What follows belongs to an exercise in optimizing a design on an open flow for small area, a short achievable clock period and few clock cycles per item; a production flow would make more cautious choices. Function was not checked in any run shown here: the RTL went through the layout flow alone. Power figures rest on the tool's default switching activity, not on a simulated workload.

===== design/flow/flow/run.sh =====
#!/bin/bash
set -euo pipefail
MARGIN=${MARGIN:-8.0}
sed "s/SETUP_SLACK_MARGIN=[0-9.]*/SETUP_SLACK_MARGIN=$MARGIN/" standard.sh > standard_margin.sh
bash standard_margin.sh > standard.log 2>&1

===== design/flow/standard.sh =====
#!/bin/bash
# synth_recipe.tcl (not shown) runs the flow's synth.tcl, then flattens the netlist and writes it again
# the make line also repeats each setting of config.mk as NAME=value (left out here)
make -C /OpenROAD-flow-scripts/flow DESIGN_CONFIG=/design/flow/config.mk WORK_HOME=/design/flow/orfs CLKGATE_MAP_FILE= SYNTH_SCRIPT=/design/flow/synth_recipe.tcl "${@:-finish}"

===== design/flow/config.mk =====
export PLATFORM = sky130hd
export DESIGN_NAME = boholt_dec
export DESIGN_NICKNAME = boholt_dec
export VERILOG_FILES = /design/flow/design.v
export SDC_FILE = /design/flow/constraint.sdc
export NUM_CORES = 4
export LEC_CHECK = 0
export CAP_MARGIN = 20
export CORE_MARGIN = 2
export CORE_UTILIZATION = 40
export PLACE_DENSITY = 0.6
export SETUP_SLACK_MARGIN = 5
export SLEW_MARGIN = 20

===== design/flow/constraint.sdc =====
create_clock -name core_clock -period 12.0 [get_ports {clk}]
set_input_delay 2.4000 -clock core_clock [delete_from_list [all_inputs] [get_ports {clk}]]
set_output_delay 2.4000 -clock core_clock [all_outputs]
set_load 0.01 [all_outputs]

===== design/flow/design.v =====
module boholt_dec (
    input  wire        clk,
    input  wire        rst,
    input  wire        in_valid,
    input  wire [31:0] in_data,
    input  wire        in_last,
    output wire        in_ready,
    output reg         out_valid,
    output reg  [15:0] out_item,
    output reg         done,
    output wire [2:0]  res_fault,
    output wire [12:0] res_fault_pos,
    output wire        res_crc_bad,
    output wire [12:0] res_count,
    output wire        hist_we,
    output wire [11:0] hist_waddr,
    output wire [15:0] hist_wdata,
    output reg         hist_re,
    output reg  [11:0] hist_raddr,
    input  wire [15:0] hist_rdata
);
    localparam [15:0] SYNC = 16'hB0B7;
    localparam [31:0] CRC_RESIDUE = 32'hDEBB20E3;
    localparam [2:0] F_NONE     = 3'd0,
                     F_ILLEGAL  = 3'd1,
                     F_DISTANCE = 3'd2,
                     F_OVERRUN  = 3'd3,
                     F_TRUNC    = 3'd4,
                     F_HEADER   = 3'd5;
    localparam [1:0] S_HDR   = 2'd0,    
                     S_CHK   = 2'd1,    
                     S_BODY  = 2'd2,    
                     S_DRAIN = 2'd3;    
    localparam [2:0] T_LIT   = 3'd0,
                     T_SRUN  = 3'd1,
                     T_LRUN  = 3'd2,
                     T_MATCH = 3'd3,
                     T_EOB   = 3'd4,
                     T_ILL   = 3'd5,
                     T_STO   = 3'd6,    
                     T_LIM   = 3'd7;    
    function [15:0] crc16_16(input [15:0] c, input [15:0] d);
        integer i;
        reg [15:0] x;
        begin
            x = c ^ {d[7:0], 8'h00};
            for (i = 0; i < 8; i = i + 1)
                x = x[15] ? ((x << 1) ^ 16'h1021) : (x << 1);
            x = x ^ {d[15:8], 8'h00};
            for (i = 0; i < 8; i = i + 1)
                x = x[15] ? ((x << 1) ^ 16'h1021) : (x << 1);
            crc16_16 = x;
        end
    endfunction
    function [31:0] crc32_16(input [31:0] c, input [15:0] d);
        integer i;
        reg [31:0] x;
        begin
            x = c ^ {16'd0, d};
            for (i = 0; i < 16; i = i + 1)
                x = x[0] ? ((x >> 1) ^ 32'hEDB88320) : (x >> 1);
            crc32_16 = x;
        end
    endfunction
    reg  [1:0]  st;
    reg  [2:0]  hw;              
    reg  [1:0]  hidx;            
    reg         hhalf;           
    reg         l1;              
    reg  [31:0] s0, s1;
    reg         v0, v1;          
    reg  [4:0]  o;               
    reg         lp0, lp1;        
    reg         pay_end;         
    reg  [1:0]  ph;              
    reg  [11:0] wl;              
    reg         wl_nz;           
    reg  [1:0]  pl_lo;           
    reg         cut, stored;
    reg  [12:0] room;            
    reg  [12:0] n_p;             
    reg  [2:0]  fault;
    reg         crc_bad;
    reg         tdone;           
    reg         pdone;           
    reg         end_req;         
    reg  [31:0] crc;             
    reg         f_w1bad, f_c0, f_plnc, f_plc, f_st, f_pz;
    reg         tok_v;
    reg  [2:0]  tok_c;
    reg  [25:0] tok_w;           
    reg  [11:0] cp_n;            
    reg         e_idle;          
    reg         e_le1;           
    reg         cp_ram;          
    reg         cp_p2;           
    reg         pre_q;           
    reg         rd_done;         
    reg         flt;             
    reg  [15:0] prev2;
    reg  [11:0] wcnt;            
    assign res_fault     = fault;
    assign res_fault_pos = flt ? n_p : 13'd0;
    assign res_crc_bad   = crc_bad;
    assign res_count     = n_p;
    wire blk_end;                
    wire hdr_fail;               
    wire        at_max  = (room == 13'd0);
    wire [11:0] d_m1    = tok_w[15:4];                 
    reg  [11:0] len_m1;                                
    always @(*) begin
        case (tok_c)
            T_SRUN:  len_m1 = {8'd0, tok_w[5:2]};
            T_LRUN:  len_m1 = tok_w[14:3];
            default: len_m1 = {2'd0, tok_w[25:16]} + 12'd2;
        endcase
    end
    wire        t_lit   = (tok_c == T_LIT || tok_c == T_STO);
    wire        t_cp    = (tok_c == T_SRUN || tok_c == T_LRUN || tok_c == T_MATCH);
    wire        t_ram   = (tok_c == T_MATCH) && (d_m1[11:1] != 11'd0);
    wire        t_p2    = (tok_c == T_MATCH) && (d_m1 == 12'd1);
    wire        over    = {1'b0, len_m1} >= room;      
    wire        dist_bad = (tok_c == T_MATCH) ? ({1'b0, d_m1} >= n_p) : (n_p == 13'd0);
    wire pop = (st == S_BODY) && tok_v && !pdone && e_idle && (!t_ram || rd_done);
    reg        k_end;
    reg [2:0]  k_fault;
    reg        k_push;
    always @(*) begin
        k_end   = 1'b0;
        k_fault = F_NONE;
        k_push  = 1'b0;
        if (stored && at_max) begin
            k_end = 1'b1;
        end else case (tok_c)
            T_LIT, T_STO: begin
                if (at_max) begin k_end = 1'b1; k_fault = F_OVERRUN; end
                else k_push = 1'b1;
            end
            T_SRUN, T_LRUN, T_MATCH: begin
                if (dist_bad)  begin k_end = 1'b1; k_fault = F_DISTANCE; end
                else if (over) begin k_end = 1'b1; k_fault = F_OVERRUN; end
                else k_push = 1'b1;
            end
            T_EOB: begin
                k_end = 1'b1;
                if (!at_max && !cut) k_fault = F_TRUNC;
            end
            T_ILL: begin
                k_end = 1'b1; k_fault = F_ILLEGAL;
            end
            default: begin   
                k_end = 1'b1;
                if (!cut) k_fault = F_TRUNC;
            end
        endcase
    end
    wire go    = pop && k_push;
    wire go_cp = go && t_cp;
    wire emit  = !e_idle || go;
    wire e_le1_n   = !e_idle ? ((cp_n[11:2] == 10'd0) && !(cp_n[1] && cp_n[0])) : 1'b1;
    wire rd_first  = e_le1_n && (st == S_BODY) && tok_v && !pdone && !pop && t_ram && !pre_q;
    wire rd_second = pre_q;
    wire rd_third  = pop && t_ram;
    wire rd_more   = !e_idle && cp_ram && (cp_n[11:2] != 10'd0 || cp_n[1:0] == 2'd3);
    assign hist_we    = out_valid;
    assign hist_waddr = wcnt;
    assign hist_wdata = out_item;
    reg [15:0] eval;
    always @(*) begin
        if (!e_idle)
            eval = cp_ram ? hist_rdata : cp_p2 ? prev2 : out_item;
        else if (t_ram)
            eval = hist_rdata;
        else if (t_p2)
            eval = prev2;
        else if (t_cp)
            eval = out_item;
        else
            eval = (tok_c == T_STO) ? tok_w[15:0] : tok_w[16:1];
    end
    always @(posedge clk) begin
        if (rst) begin
            cp_n      <= 12'd0;
            e_idle    <= 1'b1;
            e_le1     <= 1'b1;
            rd_done   <= 1'b0;
            pre_q     <= 1'b0;
            hist_re   <= 1'b0;
            out_valid <= 1'b0;
            done      <= 1'b0;
            end_req   <= 1'b0;
            wcnt      <= 12'hFFF;
        end else begin
            out_valid <= emit;
            done      <= end_req && e_idle && !done;
            if (done) begin
                end_req <= 1'b0;
                wcnt    <= 12'hFFF;
            end
            if (emit) begin
                out_item <= eval;
                prev2    <= out_item;
                wcnt     <= wcnt + 12'd1;
            end
            hist_re    <= rd_first || rd_second || rd_third || rd_more;
            hist_raddr <= rd_first ? n_p[11:0] + ~d_m1 : hist_raddr + 12'd1;
            pre_q      <= rd_first;
            rd_done    <= pre_q;
            if (!e_idle) begin
                cp_n   <= cp_n - 12'd1;
                e_idle <= e_le1;
                e_le1  <= (cp_n[11:2] == 10'd0) && !(cp_n[1] && cp_n[0]);
            end else if (go_cp) begin
                cp_n   <= len_m1;
                e_idle <= (len_m1 == 12'd0);
                e_le1  <= (len_m1[11:1] == 11'd0);
                cp_ram <= t_ram;
                cp_p2  <= t_p2;
            end
            if (blk_end || hdr_fail)
                end_req <= 1'b1;
        end
    end
    wire [63:0] dw  = {s1, s0};
    wire [25:0] win = dw[o +: 26];
    wire [5:0] c;
    assign c[0] = !stored && !win[0];
    assign c[1] = !stored && win[0] && !win[1];
    assign c[2] = !stored && win[1:0] == 2'b11 && !win[2];
    assign c[3] = !stored && win[2:0] == 3'b111 && !win[3];
    assign c[4] = !stored && win[3:0] == 4'b1111;
    assign c[5] = stored;
    wire [5:0] lastbits = (pl_lo == 2'd0) ? 6'd32 : {1'b0, pl_lo, 3'b000};
    wire [6:0] avail    = lp0 ? {1'b0, lastbits} - {2'b0, o}
                              : 7'd32 - {2'b0, o} + {1'b0, lastbits};
    wire       near_end = lp0 || lp1;
    reg  [4:0] tl [0:5];
    reg  [5:0] ge, gt, lh;       
    reg  [4:0] o_next;
    reg        retire_c, wait_c, lim_c;
    integer ci;
    always @(*) begin
        tl[0] = 5'd17; tl[1] = 5'd6; tl[2] = 5'd15;
        tl[3] = 5'd26; tl[4] = 5'd5; tl[5] = 5'd16;
        o_next   = 5'd0;
        retire_c = 1'b0;
        wait_c   = 1'b0;
        lim_c    = 1'b0;
        for (ci = 0; ci < 6; ci = ci + 1) begin
            ge[ci] = ({1'b0, o} + {1'b0, tl[ci]}) >= 6'd32;
            gt[ci] = ({1'b0, o} + {1'b0, tl[ci]}) >  6'd32;
            lh[ci] = {2'b0, tl[ci]} > avail;
            if (c[ci]) begin
                o_next   = o_next | (o + tl[ci]);
                retire_c = retire_c | ge[ci];
                wait_c   = wait_c | gt[ci];
                lim_c    = lim_c | lh[ci];
            end
        end
    end
    wire lim_hit = pay_end || (near_end && lim_c);
    wire wait_w  = !v1 && !lp0 && wait_c;
    reg [2:0] t_cls;
    always @(*) begin
        if (lim_hit)   t_cls = T_LIM;
        else if (c[5]) t_cls = T_STO;
        else if (c[0]) t_cls = T_LIT;
        else if (c[1]) t_cls = T_SRUN;
        else if (c[2]) t_cls = T_LRUN;
        else if (c[3]) t_cls = T_MATCH;
        else if (!win[4]) t_cls = T_EOB;
        else           t_cls = T_ILL;
    end
    wire t_last = lim_hit || (c[4] && !stored);    
    wire tstop    = tdone || pdone;
    wire tok_free = !tok_v || pop;
    wire ten      = (st == S_BODY) && !tstop && tok_free &&
                    (pay_end || (v0 && !wait_w));
    wire retire0 = ten && retire_c;                    
    wire xfer    = v1 && (tstop || !v0 || retire0);
    wire take    = in_valid && in_ready;
    wire [13:0] h_plen  = s1[26:13];
    wire [12:0] h_count = s1[12:0];
    wire        h_cut   = s1[26];
    wire        h_stored = s1[24];
    wire hdr_bad = (s0[15:0] != SYNC) || (crc[15:0] != s0[31:16]) ||
                   f_w1bad || (s1[31:29] != 3'd0) ||
                   (f_c0 && !h_cut) ||
                   (!h_cut && f_plnc) || (h_cut && f_plc) ||
                   (h_stored && !h_cut && f_st);
    assign blk_end  = (st == S_BODY) && pdone && !wl_nz && !v1 && (ph == 2'd0);
    wire   chk_go   = (st == S_CHK) && !end_req;
    assign hdr_fail = chk_go && hdr_bad;
    assign in_ready = (st == S_HDR)   ? (hw != 3'd4 && (!v1 || hhalf)) :
                      (st == S_BODY)  ? (wl_nz && !v1) :
                      (st == S_DRAIN);
    always @(posedge clk) begin
        if (rst) begin
            st          <= S_HDR;
            hw          <= 3'd0;
            v0          <= 1'b0;
            v1          <= 1'b0;
            ph          <= 2'd0;
            tdone       <= 1'b1;
            pdone       <= 1'b1;
            tok_v       <= 1'b0;
            n_p         <= 13'd0;
            fault       <= F_NONE;
            flt         <= 1'b0;
            crc_bad     <= 1'b0;
        end else begin
            if (in_ready) begin
                s1 <= in_data;
                l1 <= in_last;
            end
            case (st)
                S_HDR: begin
                    if (v1) begin
                        if (hidx == 2'd0) begin
                            s0        <= s1;
                            crc[15:0] <= 16'hFFFF;
                        end else
                            crc[15:0] <= crc16_16(crc[15:0], hhalf ? s1[31:16] : s1[15:0]);
                        if (hidx == 2'd1 && !hhalf) begin
                            f_w1bad <= (s1[31:30] != 2'd0) || (s1[29:27] > 3'd4) ||
                                       (h_count > 13'd4096);
                            f_c0    <= (h_count == 13'd0);
                            f_plnc  <= (h_plen[1:0] != 2'd0) || (h_plen > 14'd8192);
                            f_plc   <= (h_plen > 14'd8708);
                            f_st    <= (h_plen != {h_count[12:1] + {12'd0, h_count[0]}, 2'b00});
                            f_pz    <= (h_plen == 14'd0);
                            room    <= h_count;
                            wl      <= h_plen[13:2] + {11'd0, (h_plen[1:0] != 2'd0)} + 12'd1;
                            pl_lo   <= h_plen[1:0];
                        end
                        hhalf <= 1'b1;
                        if (hhalf) begin
                            v1 <= 1'b0;
                            if (hidx == 2'd3) st <= S_CHK;
                        end
                    end
                    if (take) begin
                        v1    <= 1'b1;
                        hidx  <= hw[1:0];
                        hhalf <= (hw == 3'd0);
                        hw    <= hw + 3'd1;
                    end
                end
                S_CHK: begin
                    if (chk_go) begin
                        hw <= 3'd0;
                        if (hdr_bad) begin
                            fault       <= F_HEADER;
                            flt         <= 1'b1;
                            n_p         <= 13'd0;
                            crc_bad     <= 1'b0;
                            st          <= l1 ? S_HDR : S_DRAIN;
                        end else begin
                            st      <= S_BODY;
                            cut     <= h_cut;
                            stored  <= h_stored;
                            wl      <= h_cut ? wl - 12'd1 : wl;
                            wl_nz   <= !(h_cut && f_pz);
                            if (h_cut && !h_stored && room == 13'd0) room <= 13'd4096;
                            n_p     <= 13'd0;
                            fault   <= F_NONE;
                            flt     <= 1'b0;
                            crc_bad <= 1'b0;
                            crc     <= 32'hFFFFFFFF;
                            tdone   <= 1'b0;
                            pdone   <= 1'b0;
                            tok_v   <= 1'b0;
                            pay_end <= f_pz;
                            v0      <= 1'b0;
                            o       <= 5'd0;
                            lp0     <= 1'b0;
                            lp1     <= 1'b0;
                        end
                    end
                end
                S_DRAIN: begin
                    if (take && in_last) st <= S_HDR;
                end
                default: begin  
                    if (ph != 2'd0)
                        crc <= crc32_16(crc, ph[1] ? s0[31:16] : s0[15:0]);
                    ph <= (ph == 2'd1) ? 2'd2 : 2'd0;
                    if (pop) begin
                        tok_v <= 1'b0;
                        if (k_end) begin
                            pdone <= 1'b1;
                            fault <= k_fault;
                            flt   <= (k_fault != F_NONE);
                        end
                        if (k_push) begin
                            n_p  <= t_cp ? n_p + {1'b0, len_m1} + 13'd1 : n_p + 13'd1;
                            room <= t_cp ? room + {1'b1, ~len_m1} : room - 13'd1;
                        end
                    end
                    if (ten) begin
                        tok_v <= 1'b1;
                        tok_c <= t_cls;
                        tok_w <= win;
                        o     <= o_next;
                        if (t_last) tdone <= 1'b1;
                        if (retire_c) begin
                            v0 <= 1'b0;
                            if (lp0) pay_end <= 1'b1;
                        end
                    end
                    if (take) begin
                        v1    <= 1'b1;
                        wl    <= wl - 12'd1;
                        wl_nz <= (wl != 12'd1);
                        lp1   <= (wl == (cut ? 12'd1 : 12'd2));
                    end
                    if (xfer) begin
                        s0  <= s1;
                        v0  <= 1'b1;
                        lp0 <= lp1;
                        ph  <= 2'd1;
                        if (!take) v1 <= 1'b0;
                    end
                    if (blk_end) begin
                        crc_bad     <= !cut && (crc != CRC_RESIDUE);
                        st          <= S_HDR;
                        v0          <= 1'b0;
                    end
                end
            endcase
        end
    end
endmodule

==> results of run 1 <==
==> registers in the layout, indices dropped and copies added, names as in the netlist, 12 cells and up <==
register,cells
room,13
n_p,13
crc,32
tok_w,26
s1,32
hist_raddr,12
out_item,16
cp_n,12
wcnt,12
s0,32
wl,12
prev2,16
==> worst max path at each step <==
stage,start,endpoint,slack [ns],cells after the start
after global placement,tok_c[1]$_SDFFCE_PP1P_,out_item[1]$_DFFE_PP_,6.44,15
after floorplan,o[2]$_SDFFCE_PP0P_,s0[0]$_DFFE_PP_,7.69,13
after detailed placement,tok_c[1]$_SDFFCE_PP1P_,out_item[1]$_DFFE_PP_,6.25,15
after global routing,tok_w[17]$_DFFE_PP_,out_item[14]$_DFFE_PP_,7.82,17
final,tok_c[1]$_SDFFCE_PP1P_,out_item[14]$_DFFE_PP_,7.94,15
after CTS,flt$_SDFFE_PP0P_,res_fault_pos[4],7.89,3
==> layer usage <==
| metal | up-vias | track usage |
|---|---|---|
| met5 | - | 0 |
| met1 | 9741 | 0.3326 |
| li1 | 9245 | - |
| met2 | 907 | 0.4626 |
| met4 | 2 | 0.1148 |
| met3 | 194 | 0.03834 |
==> per-stage QoR <==
step	util	power [mW]	instances
final	0.4986	6.201	3349
after global routing	0.4986	6.538	3349
after CTS	0.4834	6.118	3304
after detailed placement	0.4402	4.990	3156
after global placement	0.4402	4.933	3156
after floorplan	-	4.194	2426
==> cells in the final DEF, fill, tap and decap left out, types with 14 or more instances in the layout <==
master           instances
nor2b_1                 44
o211ai_1                24
clkbuf_16               37
and2_1                  20
clkdlybuf4s50_1        127
mux2i_1                105
mux4_2                  28
nand2_1                247
edfxtp_1               219
nand4_1                 25
xor2_1                  88
xnor2_1                183
nor2_1                 177
ha_1                    83
mux2_2                  26
inv_1                   84
a211oi_1                30
a21oi_1                177
a22oi_1                 26
nor3_1                  53
nor4_1                  26
nand3_1                 49
dfxtp_1                 38
buf_4                  126
and3_1                  19
o21ai_0                114
dfxtp_4                 14
o21ai_1                 25
==> what timing repair did <==
action                                  4_1_cts  5_1_grt
gates cloned                                  8        6
setup buffers                                76       39
endpoints found under the setup margin      204      171
pin swaps                                    27       32
gates resized for setup                     129       95
==> worst reg2reg max path: stages, from the launching register on <==
cell and delay (ns):
edfxtp_1 0.45, buf_6 0.17, xnor2_1 0.21, nor2_2 0.11, buf_4 0.15, o21ai_2 0.37
ha_1 0.34, a21o_1 0.17, a221oi_2 0.32, o22ai_2 0.12, or3_4 0.37, o21a_4 0.23
o21a_4 0.21, nor2_4 0.10, buf_12 0.14, o311a_4 0.29
==> final cells by class <==
class	count	share of cell area
Multi-Input combinational cell	1897	0.5094
Sequential cell	281	0.2881
Timing Repair Buffer	309	0.1131
Clock buffer	45	0.03411
Tap cell	704	0.03219
Inverter	94	0.01436
Clock inverter	19	0.008734
==> power breakdown <==
group          internal [mW]  total (mW)  leakage (nW)  switching (mW)
registers               1.36        1.52          2.51           0.154
logic                   1.64        3.58          7.12            1.94
clock network          0.663        1.10         0.573           0.439
total                   3.66        6.20          10.2            2.54
==> logic make-up after synthesis <==
family | count (synthesis) | synth area share
and+or+nand+nor | 755 | 0.1631
xor gates and xnor gates | 286 | 0.1168
AOI/OAI and AO/OA | 588 | 0.1687
buffers and inverters | 251 | 0.04790
DFF | 281 | 0.3538
muxes | 171 | 0.09553
adders and majority gates | 94 | 0.05425
==> metrics.yaml, run 1 <==
outcome: "timing/DRC/antenna clean"
dpl_cell_area_mm2: 0.02416
path_max_fanout: 8
syn_nets: 2572
htree_levels: 2
antenna_found_initial: 1
setup_tns_ns: 0
num_vias: 20090
cts_buffers: 35
grt_pass1_wl_um: 117500
fin_crit_ns: 4.056
synth.largest_area_cell: "edfxtp_1"
cp-start-kind: "flop"
core_mm2: 0.05488
stdcell_area_mm2: 0.02736
reg2reg_depth: 15
fp.dieH_um: 239.0
clk_path_buf_depth: 3
r2r-start: "tok_c[1]$_SDFFCE_PP1P_"
fp.dieW_um: 239.0
syn_area_mm2: 0.02210
top_layer_used: "met5"
path_cells: "buf_6 > xnor2_1 > nor2_2 > buf_4 > o21ai_2 > ha_1 > a21o_1 > a221oi_2 > o22ai_2 > or3_4 > o21a_4 > o21a_4 > nor2_4 > buf_12 > o311a_4"
postSynthCellCount: 2426
synth_edf_count: 219
wire_per_inst_um: 23.49
crit_arrival_ns: 4.31
ir_drop_v: 0.0004302
route.detailed.drc: 0
tightest_slew_ns: 0.9783
overflow: 0
synthTopCellsByCount: "nand2_1, edfxtp_1, a21oi_1, xnor2_1, nor2_1"
synth_top_area_share: 0.2976
route.met2.wl_um: 38470
clock-root-buffer: "clkbuf_16"
cp_num_buf_inv: 3
ys_ff_latch: 281
yosys_warnings: 2
firstDrtPassIters: 7
die_area_mm2: 0.05714
fin_nets: 2764
hp-start: "hw[0]$_SDFFE_PP0P_"
path_class: "flop to flop"
slowest_delay_ns: 0.45
grt_max_degree: 58
maxSlewViolCount: 0
finalSetupViolations: 0
tritoncts: "done"
yosys-top-cells-area: "edfxtp_1, xnor2_1, dfxtp_1"
multi_input_area_mm2: 0.01394
antenna_cells: 0
rsz0062_at_grt: "true"
fmax_mhz: 246.5
final_antenna_net_count: 0
hold_ws_ns: 0.4837
syn_area_per_cell_um2: 9.108
skew_ns: 0.02881
relSlewSlack: 0.3454
power_density_mw_per_mm2: 226.6
rows: 86
cts_sinks: 281
place.gp.congestion: 0.9538
m1WireLength_um: 31450
nFillCells: 5085
cp_common_cell: "o21a_4"
hold_viol: 0
routed_wl_um: 78670
ys_types: 93
min_to: "hidx[0]$_DFFE_PP_"
rr_endpoint: "out_item[14]$_DFFE_PP_"
synthToLayoutAreaGrowth_pct: 23.83
hold_depth: 0
seq_area_frac_synth: 0.3538
critical-path-slowest-cell: "edfxtp_1"
start_util: 0.4026
yosysMostFrequentCell: "nand2_1"
ioPinCount: 143
layout-drive-gt1-share: 0.1626
dp_slack_ns: 6.251
async_flop_share: 0
layout.area.seq_mm2: 0.007883
path_delay_family: "compound AO/OA/AOI/OAI gates"
clk_latency_ns: 0.56
fin_crit_sh: 0.3380
endpoint_kind: "flop"
synth_ff_type: "edfxtp_1"
min_path_type: "flop to flop"
grt.total_usage: 0.2676
clkSlewWorstSetupHoldPaths_ns: 0.06
maxCapViolations: 0
dpl.hpwl_um: 54320
first_global_vias: 19560
worstPathRequired_ns: 12.26
r2r_setup_slack_ns: 7.94
met3_length_um: 5171
vias_per_cell: 5.999
leakagePower_nw: 10.21
place.port_buffers: 142
fin_ws_ns: 7.944
postCtsHoldBufs: 0
drtIter0Drc: 1904
==> inputs of run 2 (changes only) <==
--- a/design/flow/design.v
+++ b/design/flow/design.v
@@ -5,5 +5,5 @@
     input  wire [31:0] in_data,
     input  wire        in_last,
-    output wire        in_ready,
+    output reg         in_ready,
     output reg         out_valid,
     output reg  [15:0] out_item,
@@ -292,10 +292,17 @@
     wire   chk_go   = (st == S_CHK) && !end_req;
     assign hdr_fail = chk_go && hdr_bad;
-    assign in_ready = (st == S_HDR)   ? (hw != 3'd4 && (!v1 || hhalf)) :
-                      (st == S_BODY)  ? (wl_nz && !v1) :
-                      (st == S_DRAIN);
+    reg rdy_n;
+    always @(*) begin
+        case (st)
+            S_HDR:   rdy_n = take ? (hw == 3'd0) : (hw != 3'd4);
+            S_CHK:   rdy_n = chk_go && (hdr_bad || !(h_cut && f_pz));
+            S_BODY:  rdy_n = blk_end || (!take && wl_nz && !(v1 && !xfer));
+            default: rdy_n = 1'b1;
+        endcase
+    end
     always @(posedge clk) begin
         if (rst) begin
             st          <= S_HDR;
+            in_ready    <= 1'b1;
             hw          <= 3'd0;
             v0          <= 1'b0;
@@ -310,4 +317,5 @@
             crc_bad     <= 1'b0;
         end else begin
+            in_ready <= rdy_n;
             if (in_ready) begin
                 s1 <= in_data;
==> run 2 against run 1 <==
Clock power fell by 6%. Critical path depth down 14. Still clean. Final cell count shrank 4.6%. Synthesized cell count is 3.5% lower. Critical path type is now flop to output port.
==> metrics.yaml, run 2 <==
routed_wl_um: 74360
postSynthCellCount: 2342
fin_crit_sh: 0.3307
ioPinCount: 143
vias_per_cell: 6.050
antenna_cells: 0
synth_top_area_share: 0.3002
die_area_mm2: 0.05666
syn_nets: 2487
endpoint_kind: "output port"
layout-drive-gt1-share: 0.1333
synth_edf_count: 219
clkSlewWorstSetupHoldPaths_ns: 0.06
dpl.hpwl_um: 52740
crit_arrival_ns: 1.57
htree_levels: 2
yosys_warnings: 2
place.port_buffers: 142
final_cells: 3195
maxCapViolations: 0
grt_pass1_wl_um: 113100
maxSlewViolCount: 0
firstDrtPassIters: 6
async_flop_share: 0
postCtsHoldBufs: 0
clk_latency_ns: 0.57
outcome: "timing/DRC/antenna clean"
nFillCells: 5117
relSlewSlack: 0.3190
cts_buffers: 35
final_common_cell: "nand2_1"
final_antenna_net_count: 0
start_util: 0.4055
path_delay_family: "buffers and inverters"
path_cells: "clkdlybuf4s50_1"
antenna_found_initial: 0
grt.total_usage: 0.2577
skew_ns: 0.03290
seq_area_frac_synth: 0.3578
grt_max_degree: 72
fp.dieW_um: 238.0
place.gp.congestion: 0.9611
drtIter0Drc: 2135
yosysMostFrequentCell: "nand2_1"
reg_top3: "crc (32), s0 (32), s1 (32)"
synthToLayoutAreaGrowth_pct: 18.65
hold_viol: 0
clock-root-buffer: "clkbuf_16"
tightest_slew_ns: 1.022
synth.largest_area_cell: "edfxtp_1"
multi_input_area_mm2: 0.01346
critical-path-slowest-cell: "clkdlybuf4s50_1"
tritoncts: "done"
yosys-top-cells-area: "edfxtp_1, xnor2_1, dfxtp_1"
fp.dieH_um: 238.0
layout_common_cells: "nand2_1, edfxtp_1, xnor2_1, nor2_1, a21oi_1"
min_path_type: "flop to flop"
cp_num_buf_inv: 1
dp_slack_ns: 6.596
overflow: 0
clk_path_buf_depth: 3
ir_drop_v: 0.0001459
syn_area_per_cell_um2: 9.354
fmax_mhz: 252.0
num_vias: 19330
slowest_delay_ns: 0.59
rows: 85
path_max_fanout: 4
route.detailed.drc: 0
rsz0062_at_grt: "true"
layout.area.seq_mm2: 0.007889
place_inst: 3060
worstPathRequired_ns: 9.60
wire_per_inst_um: 23.27
syn_area_mm2: 0.02191
cts_sinks: 282
first_global_vias: 18820
ys_types: 82
leakagePower_nw: 9.515
finalSetupViolations: 0
fin_nets: 2617
synthTopCellsByCount: "nand2_1, edfxtp_1, xnor2_1"
cp-start-kind: "flop"
core_mm2: 0.05403
synth_ff_type: "edfxtp_1"
power_density_mw_per_mm2: 133.2
path_class: "flop to output port"
setup_tns_ns: 0
fin_crit_ns: 3.968
fin_ws_ns: 8.032
ys_ff_latch: 282
[run 2: area by class of cell]
| class | count | area share |
|---|---|---|
| timing repair buffer | 245 | 0.09078 |
| clock inverter | 20 | 0.005872 |
| clock buffer | 44 | 0.03576 |
| sequential | 282 | 0.3035 |
| tap | 696 | 0.03350 |
| inverter | 88 | 0.01285 |
| multi-input combinational | 1820 | 0.5177 |
[run 2: worst paths after layout]
path	cells after the start	startpoint	slack [ns]	endpoint
worst max register to register	18	tok_c[2]$_SDFFCE_PP1P_	8.11	room[12]$_DFFE_PP_
worst max-delay path	1	in_ready$_SDFF_PP1_	8.03	in_ready
worst min-delay path	2	fault[0]$_SDFFE_PP0P_	0.46	fault[0]$_SDFFE_PP0P_
worst min register to register	2	fault[0]$_SDFFE_PP0P_	0.46	fault[0]$_SDFFE_PP0P_
[run 2: cell families (layout without fill, tap and decap cells)]
family	count (synthesis)	after routing	share of synthesized area
mux	162	162	0.09646
flops	282	282	0.3578
xor+xnor	289	289	0.1262
simple gates	719	723	0.1567
compound gates	552	553	0.1619
fa+ha+maj	93	93	0.05414
buf+inv	245	397	0.04689
[run 2: metrics by stage]
stage / util / hold WS (ns) / total power, mW / cell area [um^2]
5_1_grt: 0.4811 / 0.4698 / 3.632 / 25990
3_5_place_dp: 0.4415 / 0.4521 / 2.441 / 23850
3_3_place_gp: 0.4415 / 0.4455 / 2.426 / 23850
2_1_floorplan: - / 0.4206 / 2.186 / 21980
4_1_cts: 0.4730 / 0.4615 / 3.473 / 25550
6_report: 0.4811 / 0.4551 / 3.462 / 25990
[run 2: worst register-to-register path, delay by kind of cell (launching register included)]
kind                       cells  cell delay [ns]
and+or+nand+nor                3             0.35
adders and majority gates      2             0.56
xor gates and xnor gates       1             0.14
AOI/OAI and AO/OA              9             1.70
buffers and inverters          2             0.31
muxes                          1             0.16
DFF                            1             0.42
[run 2: what timing repair did]
item | 4_1_cts | 5_1_grt
cloned | 4 | 3
gates resized for setup | 91 | 55
pin swaps | 9 | 15
buffers inserted | 38 | 25
endpoints found under the setup margin | 235 | 172
[run 2: metal layers]
metal	GRT usage	up-vias	part of all wire
li1	-	8835	-
met1	0.3283	9432	0.41
met2	0.4400	872	0.48
met3	0.03286	191	0.066
met4	0.1114	0	0.043
met5	0	-	0
[run 2: power by group]
group,total (mW),switching (mW),internal (mW)
registers,1.23,0.0664,1.16
logic,1.20,0.640,0.564
clock network,1.03,0.454,0.578
total,3.46,1.16,2.30
==> inputs of run 3 (changes only) <==
==> design/flow/flow/run.sh (replaced) <==
#!/bin/bash
# The standard layout (standard.sh, with its synthesis unchanged), with
#  - each port buffered, as the standard flow does, with the smallest buffer
#    cell (timing repair resizes it where needed).
# Every tool's output goes to standard.log in this folder.
set -euo pipefail
MARGIN=8.5
sed "s/SETUP_SLACK_MARGIN=[0-9.]*/SETUP_SLACK_MARGIN=$MARGIN/" standard.sh > standard_margin.sh
export BUFFER_PORTS_ARGS="-buffer_cell sky130_fd_sc_hd__buf_1"
bash standard_margin.sh > standard.log 2>&1
==> run 3 against run 2 <==
Still clean on timing, DRC and antenna. Global-route usage up 0.69 points. Non-clock buffer count up 130. Wire length up 5.6%. Worst hold slack worse by 0.0059 ns. Register-to-register slack better by 0.08 ns. Combinational power up 8%.
==> metrics.yaml, run 3 <==
firstDrtPassIters: 6
busiest_layer: "met2"
final_common_cell: "nand2_1"
fmax_mhz: 262.6
relSlewSlack: 0.3154
use_met1: 0.3372
fin_crit_sh: 0.3173
ir_drop_v: 0.0001852
cts_sinks: 282
layout-drive-gt1-share: 0.2594
layout_common_cells: "nand2_1, edfxtp_1, xnor2_1, buf_4, nor2_1"
die_area_mm2: 0.05666
htree_levels: 2
final_antenna_net_count: 0
fin_util: 0.5151
vias_per_cell: 6.113
route.detailed.drc: 0
rsz0062_at_grt: "true"
drtIter0Drc: 2350
clkSlewWorstSetupHoldPaths_ns: 0.06
path_delay_family: "compound AO/OA/AOI/OAI gates"
rows: 85
slowest_delay_ns: 0.46
grt.total_usage: 0.2646
yosys_warnings: 2
syn_area_mm2: 0.02191
final_cells: 3333
postCtsHoldBufs: 0
leakagePower_nw: 10.42
cp-start-kind: "flop"
clk_latency_ns: 0.56
num_vias: 20370
fin_nets: 2753
outcome: "timing/DRC/antenna clean"
tightest_slew_ns: 1.027
synth_edf_count: 219
antenna_found_initial: 1
grt_max_degree: 72
setup_tns_ns: 0
tritoncts: "done"
cp_common_cell: "buf_6"
antenna_cells: 0
postSynthCellCount: 2342
path_max_fanout: 4
ys_types: 82
maxCapViolations: 0
fp.dieH_um: 238.0
seq_area_frac_synth: 0.3578
use_met2: 0.4416
nFillCells: 4835
clk_path_buf_depth: 3
grt_use_met3: 0.04373
grt_pass1_wl_um: 116200
cts_buffers: 37
ioPinCount: 143
place.gp.congestion: 0.9230
crit_arrival_ns: 4.22
finalSetupViolations: 0
syn_area_per_cell_um2: 9.354
fin_ws_ns: 8.192
worstPathRequired_ns: 12.41
syn_nets: 2487
hold_viol: 0
place.port_buffers: 142
path_cells: "buf_6 > nor2_4 > a21oi_2 > o221ai_4 > buf_4 > buf_6 > buf_6 > buf_6 > ha_4 > inv_2 > fa_2 > a21o_1 > a21oi_2 > nor2b_1 > o21a_1 > o41a_1 > and3_1 > or3_1 > a31oi_1 > o32ai_1"
synth_top_area_share: 0.3002
start_util: 0.4055
synth.largest_area_cell: "edfxtp_1"
overflow: 0
synthTopCellsByCount: "nand2_1, edfxtp_1, xnor2_1"
min_path_type: "flop to flop"
reg_top3: "crc (32), s0 (32), s1 (32)"
fin_crit_ns: 3.808
yosys-top-cells-area: "edfxtp_1, xnor2_1, dfxtp_1"
endpoint_kind: "flop"
synth_ff_type: "edfxtp_1"
dpl.hpwl_um: 51350
place_inst: 3050
routed_wl_um: 78510
clock-root-buffer: "clkbuf_16"
fp.dieW_um: 238.0
ys_ff_latch: 282
wire_per_inst_um: 23.55
skew_ns: 0.02162
maxSlewViolCount: 0
synthToLayoutAreaGrowth_pct: 27.03
path_class: "flop to flop"
first_global_vias: 19350
critical-path-slowest-cell: "edfxtp_1"
dp_slack_ns: 6.987
async_flop_share: 0
yosysMostFrequentCell: "nand2_1"
cp_num_buf_inv: 6
core_mm2: 0.05403
power_density_mw_per_mm2: 130.1
finalPower_mw: 3.620
## run 3: routing by layer
metal | part of all wire | up-vias
met1 | 0.40 | 9919
li1 | - | 9140
met5 | 0.00017 | -
met2 | 0.48 | 1073
met4 | 0.047 | 2
met3 | 0.077 | 240
## run 3: worst paths after layout
check                                            start               endpoint  slack (ns)  cells after the start
worst min register to register   wcnt[11]$_SDFFE_PP1P_  wcnt[11]$_SDFFE_PP1P_        0.45                      1
worst max-delay path            tok_c[2]$_SDFFCE_PP1P_   n_p[10]$_SDFFE_PP0P_        8.19                     20
worst max register to register  tok_c[2]$_SDFFCE_PP1P_   n_p[10]$_SDFFE_PP0P_        8.19                     20
worst min-delay path             wcnt[11]$_SDFFE_PP1P_  wcnt[11]$_SDFFE_PP1P_        0.45                      1
## run 3: cell type report
type | instances | area, um^2 | area share
Timing Repair Buffer | 375 | 3055 | 0.1098
Clock inverter | 20 | 150.1 | 0.005395
Clock buffer | 48 | 1051 | 0.03777
Sequential cell | 282 | 7921 | 0.2847
Multi-Input combinational cell | 1824 | 14430 | 0.5186
Inverter | 88 | 346.6 | 0.01245
Tap cell | 696 | 870.8 | 0.03129
## run 3: repair_timing
item,4_1_cts,5_1_grt
setup buffers,131,60
cloned,16,7
pin swaps,66,81
endpoints found under the setup margin,378,278
resized for setup,233,196
## run 3: cell families (layout without fill, tap and decap cells)
| group | Yosys count | count (layout) | share of synthesized area |
|---|---|---|---|
| adders and majority gates | 93 | 93 | 0.05414 |
| muxes | 162 | 162 | 0.09646 |
| and+or+nand+nor | 719 | 725 | 0.1567 |
| AOI/OAI and AO/OA | 552 | 555 | 0.1619 |
| xor gates and xnor gates | 289 | 289 | 0.1262 |
| DFF | 282 | 282 | 0.3578 |
| buffers and inverters | 245 | 531 | 0.04689 |
## run 3: power breakdown
group	switching, mW	total, mW	internal [mW]
Clock	0.456	1.10	0.646
Sequential	0.0648	1.22	1.16
Combinational	0.694	1.29	0.601
Total	1.21	3.62	2.41
## run 3: metrics by stage
step	hold slack (ns)	area [um^2]
5_1_grt	0.4693	27830
4_1_cts	0.4537	26480
2_1_floorplan	0.4206	22250
3_5_place_dp	0.4448	23050
3_3_place_gp	0.4373	23050
6_report	0.4492	27830
==> inputs of run 4 (changes only) <==
--- a/design/flow/flow/run.sh
+++ b/design/flow/flow/run.sh
@@ -5,5 +5,5 @@
 # Every tool's output goes to standard.log in this folder.
 set -euo pipefail
-MARGIN=8.5
+MARGIN=8.0
 sed "s/SETUP_SLACK_MARGIN=[0-9.]*/SETUP_SLACK_MARGIN=$MARGIN/" standard.sh > standard_margin.sh
 export BUFFER_PORTS_ARGS="-buffer_cell sky130_fd_sc_hd__buf_1"
==> run 4 against run 3 <==
Still clean. Synthesized area stayed put. Global-route usage is 1.5 points lower. Clock skew is 0.0026 ns higher. Critical path type is now primary input to flop. Critical endpoint is now room[8]$_DFFE_PP_.
==> metrics.yaml, run 4 <==
finalSetupViolations: 0
wire_per_inst_um: 22.98
layout_common_cells: "nand2_1, edfxtp_1, xnor2_1, nor2_1"
hp-start: "fault[0]$_SDFFE_PP0P_"
critical-path-slowest-cell: "nor2_1"
yosysMostFrequentCell: "nand2_1"
fin_crit_ns: 4.066
vias_per_cell: 6.042
dpl_cell_area_mm2: 0.02297
path_class: "primary input to flop"
yosys_warnings: 2
clk_path_buf_depth: 3
worstPathRequired_ns: 12.26
grt_max_degree: 72
synthToLayoutAreaGrowth_pct: 14.64
place.port_buffers: 142
synth_top_area_share: 0.3002
leakagePower_nw: 9.043
grt.total_usage: 0.2495
r2r-start: "tok_c[2]$_SDFFCE_PP1P_"
syn_area_per_cell_um2: 9.354
antenna_cells: 0
first_global_vias: 18830
reg_top3: "crc (32), s0 (32), s1 (32)"
ys_types: 82
path_delay_family: "simple AND/OR/NAND/NOR gates"
cp-startpoint: "rst"
pwr-share-comb: 0.340
ys_ff_latch: 282
htree_levels: 2
syn_nets: 2487
outcome: "timing/DRC/antenna clean"
maxSlewViolCount: 0
power.internal_mw: 2.336
postSynthCellCount: 2342
relSlewSlack: 0.3116
layout-drive-gt1-share: 0.1245
maxCapViolations: 0
seq_area_frac_synth: 0.3578
yosys-top-cells-area: "edfxtp_1, xnor2_1, dfxtp_1"
clk_latency_ns: 0.56
clkSlewWorstSetupHoldPaths_ns: 0.06
route.detailed.drc: 0
fp.dieW_um: 238.0
place.gp.congestion: 0.9378
hold_viol: 0
rsz0062_at_grt: "true"
rows: 85
min_path_type: "flop to flop"
fin_crit_sh: 0.3388
async_flop_share: 0
core_mm2: 0.05403
synth_ff_type: "edfxtp_1"
dpl.hpwl_um: 51750
cp-start-kind: "primary input"
fin_nets: 2602
crit_arrival_ns: 4.33
path_cells: "clkbuf_2 > nor2_1 > nand3_1 > o21bai_1 > nor3_4 > clkbuf_16"
syn_area_mm2: 0.02191
fmax_mhz: 245.9
slowest_delay_ns: 0.55
grt_pass1_wl_um: 109800
pwr-share-clk: 0.307
cts_sinks: 282
cts_buffers: 35
final_common_cell: "nand2_1"
drtIter0Drc: 1935
antenna_found_initial: 0
tightest_slew_ns: 1.033
switchingPower_mw: 1.151
clock-root-buffer: "clkbuf_16"
setup_tns_ns: 0
die_area_mm2: 0.05666
skew_ns: 0.02425
routed_wl_um: 73000
synth.largest_area_cell: "edfxtp_1"
overflow: 0
path_max_fanout: 11
seq_power_share: 0.352
synth_edf_count: 219
stdcell_area_mm2: 0.02512
swShare: 0.3300
ioPinCount: 143
tritoncts: "done"
num_vias: 19200
start_util: 0.4055
power_density_mw_per_mm2: 138.9
r2r_setup_slack_ns: 8.04
cp_num_buf_inv: 2
synthTopCellsByCount: "nand2_1, edfxtp_1, xnor2_1"
fp.dieH_um: 238.0
final_antenna_net_count: 0
ir_drop_v: 0.0001416
firstDrtPassIters: 5
endpoint_kind: "flop"
-- run 4: cell families (layout without fill, tap and decap cells) --
kind of cell / Yosys count / count (layout) / share of synthesized area
mux: 162 / 162 / 0.09646
simple gates: 719 / 721 / 0.1567
buf+inv: 245 / 381 / 0.04689
compound gates: 552 / 553 / 0.1619
flops: 282 / 282 / 0.3578
fa+ha+maj: 93 / 93 / 0.05414
xor+xnor: 289 / 289 / 0.1262
-- run 4: metal layers --
metal | global-route usage | wire length, um
met1 | 0.3146 | 29620
met2 | 0.4212 | 34520
met3 | 0.03528 | 5057
met4 | 0.1205 | 3801
met5 | 0 | 0
-- run 4: repair_timing --
action                                  CTS  global route
gates cloned                              4             5
resized for setup                        49            54
pin swaps                                 8            11
buffers inserted                         22            25
endpoints found under the setup margin  221           183
hold buffers                              0             0
-- run 4: worst paths after layout --
path                                         endpoint  cells past startpoint
worst min register to register  fault[0]$_SDFFE_PP0P_                      2
worst max-delay path                room[8]$_DFFE_PP_                      6
worst max register to register      room[8]$_DFFE_PP_                     19
worst min-delay path            fault[0]$_SDFFE_PP0P_                      2
-- run 4: final cells by class --
class	instances	area (um^2)
sequential	282	7848
inverter	88	337.8
clock inverter	22	245.2
clock buffer	39	890.9
fill	5102	28910
timing repair buffer	232	1454
multi-input combinational	1818	13470
tap	696	870.8
-- run 4: power by group through the flow --
stage,logic (mW),registers [mW],clock network [mW]
after global placement,1.16,1.25,0
after detailed placement,1.18,1.25,0
after global routing,1.29,1.23,1.13
after CTS,1.19,1.23,1.09
final,1.19,1.23,1.07
after floorplan,0.977,1.21,0
-- run 4: per-stage QoR --
stage / power [mW] / setup slack, ns / util / hold WS (ns) / instances
final: 3.487 / 7.934 / 0.4649 / 0.4493 / 3177
after CTS: 3.507 / 7.942 / 0.4551 / 0.4543 / 3147
after global routing: 3.654 / 7.899 / 0.4649 / 0.4803 / 3177
after detailed placement: 2.429 / 6.597 / 0.4251 / 0.4458 / 3060
after global placement: 2.407 / 6.740 / 0.4251 / 0.4375 / 3060
after floorplan: 2.186 / 7.932 / - / 0.4206 / 2342
-- run 4: worst register-to-register path, cell delays in order (launching register included) --
cell and delay [ns]:
edfxtp_1 0.45, buf_4 0.18, o31ai_2 0.24, nand2_1 0.08, o21ai_1 0.09, a21oi_2 0.06, buf_4 0.14, ha_1 0.28
nor2b_1 0.14, o21a_1 0.16, o21a_1 0.17, o211ai_1 0.20, a31oi_2 0.15, o41ai_4 0.21, buf_4 0.21, a21boi_2 0.08
buf_4 0.18, o21a_1 0.20, nor3_4 0.23, clkbuf_16 0.21
==> inputs of run 5 (changes only) <==
--- a/design/flow/flow/run.sh
+++ b/design/flow/flow/run.sh
@@ -5,6 +5,6 @@
 # Every tool's output goes to standard.log in this folder.
 set -euo pipefail
-MARGIN=8.0
+MARGIN=8.5
 sed "s/SETUP_SLACK_MARGIN=[0-9.]*/SETUP_SLACK_MARGIN=$MARGIN/" standard.sh > standard_margin.sh
-export BUFFER_PORTS_ARGS="-buffer_cell sky130_fd_sc_hd__buf_1"
+export BUFFER_PORTS_ARGS="-buffer_cell sky130_fd_sc_hd__buf_2"
 bash standard_margin.sh > standard.log 2>&1
==> run 5 against run 4 <==
Setup slack better by 0.31 ns. Synthesized area stayed put. Global-route usage is 1.2 points higher. Utilization is 5.2 points higher. Combinational power is about 10% higher. Sequential power hardly changed. Via count is 4.7% higher. Power is 2.9% higher. Synthesized cell count stayed put. Sequential share of layout area is 2.9 points lower. Clock-buffer cell count is 6 higher. Wire length is 6.0% higher. Largest cell class unchanged. Largest power group is now combinational logic. Highest routed layer unchanged.
==> metrics.yaml, run 5 <==
ys_ff_latch: 282
routed_wl_um: 77390
leakagePower_nw: 10.60
start_util: 0.4055
synth.largest_area_cell: "edfxtp_1"
htree_levels: 2
maxSlewViolCount: 0
final_cells: 3326
seq_power_share: 0.341
seq_area_frac_synth: 0.3578
fin_crit_sh: 0.3126
final_antenna_net_count: 0
ir_drop_v: 0.0001493
pwr-share-comb: 0.364
power_density_mw_per_mm2: 128.5
synth_edf_count: 219
rows: 85
antenna_cells: 0
crit_arrival_ns: 4.18
syn_area_mm2: 0.02191
syn_nets: 2487
rsz0062_at_grt: "true"
layout_common_cells: "nand2_1, edfxtp_1, xnor2_1, buf_4, nor2_1"
clkSlewWorstSetupHoldPaths_ns: 0.06
place.gp.congestion: 0.9641
clock-root-buffer: "clkbuf_16"
synth_top_area_share: 0.3002
maxCapViolations: 0
worstPathRequired_ns: 12.43
relSlewSlack: 0.3239
fin_nets: 2748
cp-startpoint: "tok_c[2]$_SDFFCE_PP1P_"
ioPinCount: 143
postSynthCellCount: 2342
grt_pass1_wl_um: 114300
fp.dieH_um: 238.0
final_common_cell: "nand2_1"
outcome: "timing/DRC/antenna clean"
critical-path-slowest-cell: "edfxtp_1"
switchingPower_mw: 1.194
place.port_buffers: 142
place_inst: 3056
pwr-share-clk: 0.294
route.detailed.drc: 0
tritoncts: "done"
finalSetupViolations: 0
grt.total_usage: 0.2614
first_global_vias: 19170
num_vias: 20090
yosys-top-cells-area: "edfxtp_1, xnor2_1, dfxtp_1"
yosysMostFrequentCell: "nand2_1"
die_area_mm2: 0.05666
slowest_delay_ns: 0.46
async_flop_share: 0
cts_sinks: 282
synth_ff_type: "edfxtp_1"
ys_types: 82
path_max_fanout: 4
drtIter0Drc: 2209
skew_ns: 0.02515
cts_buffers: 35
rr_endpoint: "n_p[10]$_SDFFE_PP0P_"
power.internal_mw: 2.393
endpoint_kind: "flop"
clk_path_buf_depth: 3
tightest_slew_ns: 1.007
r2r_setup_slack_ns: 8.25
clk_latency_ns: 0.56
vias_per_cell: 6.041
antenna_found_initial: 0
hold_viol: 0
endpoint: "n_p[10]$_SDFFE_PP0P_"
syn_area_per_cell_um2: 9.354
min_path_type: "flop to flop"
synthToLayoutAreaGrowth_pct: 27.41
reg_top3: "crc (32), s0 (32), s1 (32)"
firstDrtPassIters: 5
cp-start-kind: "flop"
postCtsHoldBufs: 0
dpl.hpwl_um: 51170
synthTopCellsByCount: "nand2_1, edfxtp_1, xnor2_1"
swShare: 0.3329
wire_per_inst_um: 23.27
r2r-start: "tok_c[2]$_SDFFCE_PP1P_"
reg2reg_depth: 18
layout-drive-gt1-share: 0.2795
yosys_warnings: 2
core_mm2: 0.05403
overflow: 0
path_cells: "buf_4 > nor2_2 > a21oi_2 > o221ai_4 > buf_4 > buf_6 > ha_1 > inv_1 > fa_2 > a21o_1 > a21oi_2 > nor2b_1 > o21a_1 > o41a_1 > and3_1 > or3_1 > a31oi_1 > o32ai_1"
grt_max_degree: 72
path_class: "flop to flop"
fin_crit_ns: 3.751
fmax_mhz: 266.6
fp.dieW_um: 238.0
setup_tns_ns: 0
-- run 5: cell counts after synthesis --
Identical to the previous run, type by type.
-- run 5: area by class of cell --
type,count,area [um^2]
fill,4794,26110
multi-input combinational,1823,14410
sequential,282,7910
timing repair buffer,373,3244
clock buffer,45,963.4
tap,696,870.8
inverter,88,350.3
clock inverter,19,168.9
-- run 5: worst min path at each step --
stage	slack, ns	end	cells past startpoint	from
2_1_floorplan	0.42	s0[23]$_DFFE_PP_	0	s1[23]$_DFFE_PP_
3_3_place_gp	0.43	fault[0]$_SDFFE_PP0P_	2	fault[0]$_SDFFE_PP0P_
3_5_place_dp	0.44	fault[0]$_SDFFE_PP0P_	2	fault[0]$_SDFFE_PP0P_
4_1_cts	0.45	fault[0]$_SDFFE_PP0P_	2	fault[0]$_SDFFE_PP0P_
5_1_grt	0.47	fault[0]$_SDFFE_PP0P_	2	fault[0]$_SDFFE_PP0P_
6_report	0.45	fault[0]$_SDFFE_PP0P_	2	fault[0]$_SDFFE_PP0P_
-- run 5: logic make-up (layout without fill, tap and decap cells) --
kind of cell,Yosys count,after routing,synth area share
adders and majority gates,93,93,0.05414
AOI/OAI and AO/OA,552,555,0.1619
buffers and inverters,245,525,0.04689
xor gates and xnor gates,289,289,0.1262
DFF,282,282,0.3578
muxes,162,162,0.09646
and+or+nand+nor,719,724,0.1567
-- run 5: per-stage QoR --
| step | hold WS, ns | setup WS (ns) | util | area (um^2) | power (mW) |
|---|---|---|---|---|---|
| 2_1_floorplan | 0.4206 | 8.243 | - | 22250 | 2.189 |
| 3_3_place_gp | 0.4350 | 6.976 | 0.4307 | 23270 | 2.418 |
| 3_5_place_dp | 0.4418 | 6.938 | 0.4307 | 23270 | 2.437 |
| 4_1_cts | 0.4510 | 8.254 | 0.4962 | 26810 | 3.529 |
| 5_1_grt | 0.4719 | 8.042 | 0.5167 | 27910 | 3.765 |
| 6_report | 0.4507 | 8.249 | 0.5167 | 27910 | 3.588 |
-- run 5: repair_timing --
action,in CTS,in global routing
pin swaps,73,83
cloned,17,3
setup endpoints to repair,379,299
resized for setup,230,123
buffers inserted,132,54
-- run 5: worst max-delay path: cells and delay by family, from the launching register on --
| kind | cells | cell delay [ns] |
|---|---|---|
| compound gates | 8 | 1.43 |
| fa+ha+maj | 2 | 0.50 |
| buf+inv | 4 | 0.50 |
| flops | 1 | 0.46 |
| simple gates | 4 | 0.74 |
-- run 5: per-layer routing --
metal	share of wire	up-vias	GRT usage
met5	0	-	0
met4	0.042	0	0.1076
met3	0.071	214	0.03737
met2	0.48	971	0.4454
met1	0.40	9810	0.3334
li1	-	9099	-
-- run 5: power by group through the flow --
stage | Clock (mW) | Combinational (mW) | Sequential (mW)
after detailed placement | 0 | 1.19 | 1.25
after global placement | 0 | 1.17 | 1.25
after CTS | 1.08 | 1.23 | 1.22
final | 1.06 | 1.31 | 1.22
after global routing | 1.11 | 1.43 | 1.22
after floorplan | 0 | 0.980 | 1.21
==> inputs of run 6 (changes only) <==
--- a/design/flow/flow/run.sh
+++ b/design/flow/flow/run.sh
@@ -5,6 +5,6 @@
 # Every tool's output goes to standard.log in this folder.
 set -euo pipefail
-MARGIN=8.5
+MARGIN=8.0
 sed "s/SETUP_SLACK_MARGIN=[0-9.]*/SETUP_SLACK_MARGIN=$MARGIN/" standard.sh > standard_margin.sh
-export BUFFER_PORTS_ARGS="-buffer_cell sky130_fd_sc_hd__buf_2"
+export BUFFER_PORTS_ARGS="-buffer_cell sky130_fd_sc_hd__buf_1"
 bash standard_margin.sh > standard.log 2>&1
--- a/design/flow/config.mk
+++ b/design/flow/config.mk
@@ -8,6 +8,6 @@
 export CAP_MARGIN = 20
 export CORE_MARGIN = 2
-export CORE_UTILIZATION = 40
-export PLACE_DENSITY = 0.6
+export CORE_UTILIZATION = 60
+export PLACE_DENSITY = 0.75
 export SETUP_SLACK_MARGIN = 5
 export SLEW_MARGIN = 20
==> run 6 against run 5 <==
Global-route usage increased by 9.3 points. Final area is 12% lower. Clock skew grew 0.0052 ns. Utilization up 17 points. Critical path type is now primary input to flop. Largest power group is now registers.
==> metrics.yaml, run 6 <==
outcome: "timing/DRC/antenna clean"
first_global_vias: 18250
grt_max_degree: 77
synthTopCellsByCount: "nand2_1, edfxtp_1, xnor2_1"
path_max_fanout: 37
reg_top3: "crc (32), s0 (32), s1 (32)"
clk_latency_ns: 0.56
finalSetupViolations: 0
tightest_slew_ns: 1.013
fmax_mhz: 245.8
cp-start-kind: "primary input"
cts_buffers: 34
firstDrtPassIters: 6
tritoncts: "done"
ir_drop_v: 0.0002602
route.detailed.drc: 0
crit_arrival_ns: 4.32
syn_area_per_cell_um2: 9.354
hold_viol: 0
final_common_cell: "nand2_1"
fin_util: 0.6906
relSlewSlack: 0.3220
nFillCells: 2768
start_util: 0.6129
layout.area.seq_mm2: 0.007839
min_to: "wcnt[11]$_SDFFE_PP1P_"
ys_ff_latch: 282
place.port_buffers: 142
hold_depth: 1
stdcell_area_mm2: 0.02468
fp.dieW_um: 195.1
min_path_type: "flop to flop"
fin_crit_ns: 4.069
setup_tns_ns: 0
syn_area_mm2: 0.02191
power_density_mw_per_mm2: 140.0
grt.total_usage: 0.3540
grt_pass1_wl_um: 104300
drtIter0Drc: 2379
multi_input_area_mm2: 0.01341
seq_area_frac_synth: 0.3578
reg2reg_depth: 13
syn_nets: 2487
synth_top_area_share: 0.3002
endpoint_kind: "flop"
rows: 69
final_antenna_net_count: 0
fin_nets: 2600
maxSlewViolCount: 0
wire_per_inst_um: 23.66
synth_edf_count: 219
htree_levels: 2
layout-drive-gt1-share: 0.1190
synthToLayoutAreaGrowth_pct: 12.67
async_flop_share: 0
postCtsHoldBufs: 0
antenna_cells: 0
clkSlewWorstSetupHoldPaths_ns: 0.06
yosysMostFrequentCell: "nand2_1"
yosys-top-cells-area: "edfxtp_1, xnor2_1, dfxtp_1"
leakagePower_nw: 8.991
core_mm2: 0.03574
r2r_setup_slack_ns: 8.01
place.gp.congestion: 0.9942
clk_path_buf_depth: 3
layout_common_cells: "nand2_1, edfxtp_1, xnor2_1, nor2_1, a21oi_1"
overflow: 0
path_class: "primary input to flop"
finalPower_mw: 3.455
fin_crit_sh: 0.3391
vias_per_cell: 6.609
dpl_cell_area_mm2: 0.02265
antenna_found_initial: 0
maxCapViolations: 0
routed_wl_um: 69560
rr_endpoint: "s0[14]$_DFFE_PP_"
r2r-start: "o[1]$_SDFFCE_PP0P_"
worstPathRequired_ns: 12.25
cts_sinks: 282
skew_ns: 0.03040
rsz0062_at_grt: "true"
synth.largest_area_cell: "edfxtp_1"
synth_ff_type: "edfxtp_1"
ys_types: 82
dpl.hpwl_um: 48980
die_area_mm2: 0.03806
yosys_warnings: 2
clock-root-buffer: "clkbuf_16"
num_vias: 19430
ioPinCount: 143
fp.dieH_um: 195.1
postSynthCellCount: 2342
hp-start: "wcnt[11]$_SDFFE_PP1P_"
run 6: power breakdown:
part           total [mW]  switching (mW)  internal (mW)
clock network        1.04           0.429          0.609
registers            1.23          0.0651           1.16
logic                1.19           0.642          0.548
total                3.46            1.14           2.32
run 6: cell type report:
class,instances,area share
Multi-Input combinational cell,1819,0.5432
Timing Repair inverter,1,0.0002028
Tap cell,461,0.02337
Sequential cell,282,0.3176
Inverter,88,0.01374
Clock inverter,16,0.006742
Timing Repair Buffer,229,0.05662
Clock buffer,44,0.03852
run 6: worst max-delay path, cell delays in order:
cell and delay (ns):
clkbuf_2 0.08, buf_4 0.25, nor2_2 0.50, nand3_1 0.27
o21bai_1 0.31, a221oi_4 0.27, buf_12 0.18
run 6: metrics by stage:
stage | hold WS (ns) | cells | setup slack (ns)
2_1_floorplan | 0.4206 | 2342 | 7.932
3_3_place_gp | 0.4389 | 2823 | 6.976
3_5_place_dp | 0.4563 | 2823 | 6.858
4_1_cts | 0.4686 | 2909 | 8.008
5_1_grt | 0.4904 | 2940 | 7.822
6_report | 0.4657 | 2940 | 7.931
run 6: timing repair:
| action | CTS | global route |
|---|---|---|
| pin swaps | 4 | 18 |
| resized for setup | 45 | 44 |
| setup buffers | 20 | 26 |
| gates cloned | 6 | 3 |
| endpoints found under the setup margin | 205 | 164 |
run 6: layer usage:
layer,up-vias,routed length [um],global-route usage,share of wire
met5,-,0,0,0
met4,0,4424,0.2019,0.064
met3,299,6212,0.05475,0.089
met2,1232,32860,0.5923,0.47
met1,9098,26060,0.4382,0.37
li1,8801,-,-,-
run 6: logic make-up after synthesis:
logic type | synth area share
AOI/OAI and AO/OA | 0.1619
adders and majority gates | 0.05414
buffers and inverters | 0.04689
muxes | 0.09646
and+or+nand+nor | 0.1567
xor gates and xnor gates | 0.1262
DFF | 0.3578
run 6: worst max path at each step:
| stage | start | endpoint | cells past startpoint |
|---|---|---|---|
| 6_report | rst | wl[3]$_DFFE_PP_ | 7 |
| 5_1_grt | tok_w[19]$_DFFE_PP_ | room[4]$_DFFE_PP_ | 16 |
| 4_1_cts | tok_w[17]$_DFFE_PP_ | room[2]$_DFFE_PP_ | 15 |
| 3_5_place_dp | o[1]$_SDFFCE_PP0P_ | s0[14]$_DFFE_PP_ | 13 |
| 3_3_place_gp | o[1]$_SDFFCE_PP0P_ | s0[1]$_DFFE_PP_ | 13 |
| 2_1_floorplan | rst | l1$_DFFE_PP_ | 3 |

==> re-timing with driven ports <==
In the flow no input, the clock included, has a driving cell. The finished layouts below were timed again as built, in two steps.
Step 1 assumes that a clkbuf_16 drives the clock port and a buf_2 every other input.
Step 2 moves the port delays by t, midway between the first and last clock arrival at a register: inputs arrive t later, outputs are due t later. That takes back most of the time a late clock gives input paths.
a / b / c = ideal ports / drivers / drivers and shift; a / b = the first two.
run | t (ns) | slack for setup (ns) | hold WS [ns] | latest minus earliest clock arrival (ns) | pins driven straight from the clock port
run 1 | 0.605 | 7.944 / 7.887 / 7.641 | 0.484 / 0.484 / 0.484 | 0.029 / 0.029 | 1
run 2 | 0.615 | 8.032 / 7.973 / 7.589 | 0.455 / 0.455 / 0.455 | 0.033 / 0.033 | 1
run 3 | 0.606 | 8.192 / 8.192 / 7.924 | 0.449 / 0.449 / 0.449 | 0.022 / 0.022 | 1
run 4 | 0.609 | 7.934 / 7.971 / 7.362 | 0.449 / 0.449 / 0.449 | 0.025 / 0.024 | 1
run 5 | 0.607 | 8.249 / 8.224 / 7.889 | 0.451 / 0.451 / 0.451 | 0.025 / 0.025 | 1
run 6 | 0.600 | 7.931 / 7.964 / 7.364 | 0.466 / 0.466 / 0.466 | 0.030 / 0.030 | 1
After both steps every run listed still meets setup and hold. The setup slack of run 4, which loses most, moves by +0.037 ns with the drivers and by -0.572 ns with both steps.
